This design comes from an exercise in tuning for small area and a short achievable clock period on the open sky130 flow, not from production work. At most, simulation tests tie the RTL to the original design; equivalence was not proved. No activity file was given, so power comes from the tool's default toggle rates.

## chan_decim
module chan_decim (
    input  wire        clk,
    input  wire        rst,         
    input  wire        bit_valid,
    input  wire        bit_in,
    output wire        out_valid,
    output wire [39:0] out_v
);
    reg rst_r, bv_r, b_r;
    always @(posedge clk) begin
        rst_r <= rst;
        bv_r  <= bit_valid & ~rst;
        b_r   <= bit_in;
    end
    wire        x_pre, x_valid;
    wire [22:0] x;
    cic5_dec32 u_cic (
        .clk(clk), .rst(rst_r),
        .bit_valid(bv_r), .bit_in(b_r),
        .x_pre(x_pre), .x_valid(x_valid), .x(x)
    );
    fir_iron_mac u_fir (
        .clk(clk), .rst(rst_r),
        .x_pre(x_pre), .x_valid(x_valid), .x(x),
        .v_valid(out_valid), .v(out_v)
    );
endmodule
Size in the first run: ~1900 flip-flops.
export LEC_CHECK = 0
export CAP_MARGIN = 20
export CORE_MARGIN = 2
export CORE_UTILIZATION = 55
export CTS_CLUSTER_DIAMETER = 60
export CTS_CLUSTER_SIZE = 24
export SLEW_MARGIN = 20
create_clock -name core_clock -period 12.0 [get_ports {clk}]
standard.sh (not shown) runs the stock make flow with config.mk's settings and CLKGATE_MAP_FILE= SYNTH_SCRIPT=/design/flow/synth_recipe.tcl, a recipe that flattens the netlist after the stock synthesis.
==> flow/flow/run.sh <==
#!/bin/bash
# Standard layout (the standard.sh, standard synthesis unchanged) with
# timing repair aimed at a setup slack margin, so the resizer also works on
# paths that already meet the 12 ns clock. Output goes to flow_make.log.
set -euo pipefail
export SETUP_SLACK_MARGIN=8.6
bash standard.sh > flow_make.log 2>&1
Edit:
--- a/flow/flow/run.sh
+++ b/flow/flow/run.sh
@@ -5,3 +5,3 @@
 set -euo pipefail
-export SETUP_SLACK_MARGIN=8.6
+export SETUP_SLACK_MARGIN=8.3
 bash standard.sh > flow_make.log 2>&1
--- a/flow/config.mk
+++ b/flow/config.mk
@@ -10,4 +10,4 @@
 export CORE_UTILIZATION = 55
-export CTS_CLUSTER_DIAMETER = 60
-export CTS_CLUSTER_SIZE = 24
+export CTS_CLUSTER_DIAMETER = 100
+export CTS_CLUSTER_SIZE = 32
 export SLEW_MARGIN = 20
Cell area fell by 4.3%.
Fmax fell by 1.3%.
Total power fell by 6.7%.
Final cell count fell by 1.9%.
Sequential cell count is unchanged.
Global-route usage fell by 0.85 points.


Another version of the RTL of chan_decim (not shown whole).
Size: ~5,000 cells after synthesis, roughly 45 I/O pins, roughly 62,000 sq um of cells after synthesis.
==> flow/config.mk <==
export PLATFORM = sky130hd
export DESIGN_NAME = chan_decim
export DESIGN_NICKNAME = chan_decim
export VERILOG_FILES = /design/flow/design.v
export SDC_FILE = /design/flow/constraint.sdc
export NUM_CORES = 4
export LEC_CHECK = 0
export CAP_MARGIN = 20
export CORE_MARGIN = 2
export CORE_UTILIZATION = 55
export CTS_CLUSTER_DIAMETER = 60
export CTS_CLUSTER_SIZE = 24
export SLEW_MARGIN = 20
==> flow/constraint.sdc <==
create_clock -name core_clock -period 12.0 [get_ports {clk}]
set_input_delay 2.4000 -clock core_clock [delete_from_list [all_inputs] [get_ports {clk}]]
set_output_delay 2.4000 -clock core_clock [all_outputs]
set_load 0.01 [all_outputs]
==> flow/flow/run.sh <==
#!/bin/bash
# Standard layout (the standard.sh, standard synthesis unchanged) with
# timing repair aimed at a setup slack margin, so the resizer also works on
# paths that already meet the 12 ns clock. Output goes to flow_make.log.
set -euo pipefail
export SETUP_SLACK_MARGIN=7.8
bash standard.sh > flow_make.log 2>&1
The starting point passed the timing, design-rule and antenna checks.
==> next run, changes <==
==> flow/run.sh (new file) <==
#!/bin/bash
# synth_recipe.tcl (not shown) runs the flow's synth.tcl, then flattens the netlist and writes it again
# the make line also repeats each setting of config.mk as NAME=value (left out here)
make -C /OpenROAD-flow-scripts/flow DESIGN_CONFIG=/design/flow/config.mk WORK_HOME=/design/flow/orfs CLKGATE_MAP_FILE= SYNTH_SCRIPT=/design/flow/synth_recipe.tcl finish
removed: flow/flow/run.sh
removed: flow/standard.sh
=> The changed run finished clean; clock-buffer cell count stays the same; synthesized area is unchanged; flip-flop and latch count does not change; clock power hardly moves; routed wire length came out lower by 0.30%; maximum frequency came out lower by 11%; design area came out lower by 0.59%; total power is about the same; first-iteration DRC count came out higher by 2.7%.
Function was not checked in any run of this note: the RTL went through the layout flow alone.

## port drivers added, routing unchanged
The results above use ideal ports. As a check the final layouts listed here were re-extracted and re-timed, cells and wires unchanged.
Step 1 sets driving cells, clkbuf_16 on the clock port and buf_2 on the other inputs (assumed; they add their load-dependent delay and slew).
Step 2 adds t to the input delays and takes it off the output delays; t is the mean of the earliest and latest rising clock arrival at the registers after step 1. Input paths then give back, and output paths get back, about the clock's delay inside the block.
Slacks: no drivers / after step 1 / after step 2; pairs: no drivers / after step 1.
run | t (ns) | setup WS [ns] | latest minus earliest clock arrival (ns) | worst data-port slew with drivers (ns)
the first run of note 1 | 0.768 | 8.336 / 8.336 / 8.336 | 0.038 / 0.038 | 0.04
the second run of note 1 | 0.752 | 8.290 / 8.290 / 8.290 | 0.047 / 0.047 | 0.03
the first run of note 2 | 0.792 | 7.862 / 7.815 / 7.862 | 0.027 / 0.027 | 0.03
the second run of note 2 | 0.791 | 7.335 / 7.335 / 7.335 | 0.030 / 0.030 | 0.03
After both steps setup and hold are still met in every run listed.
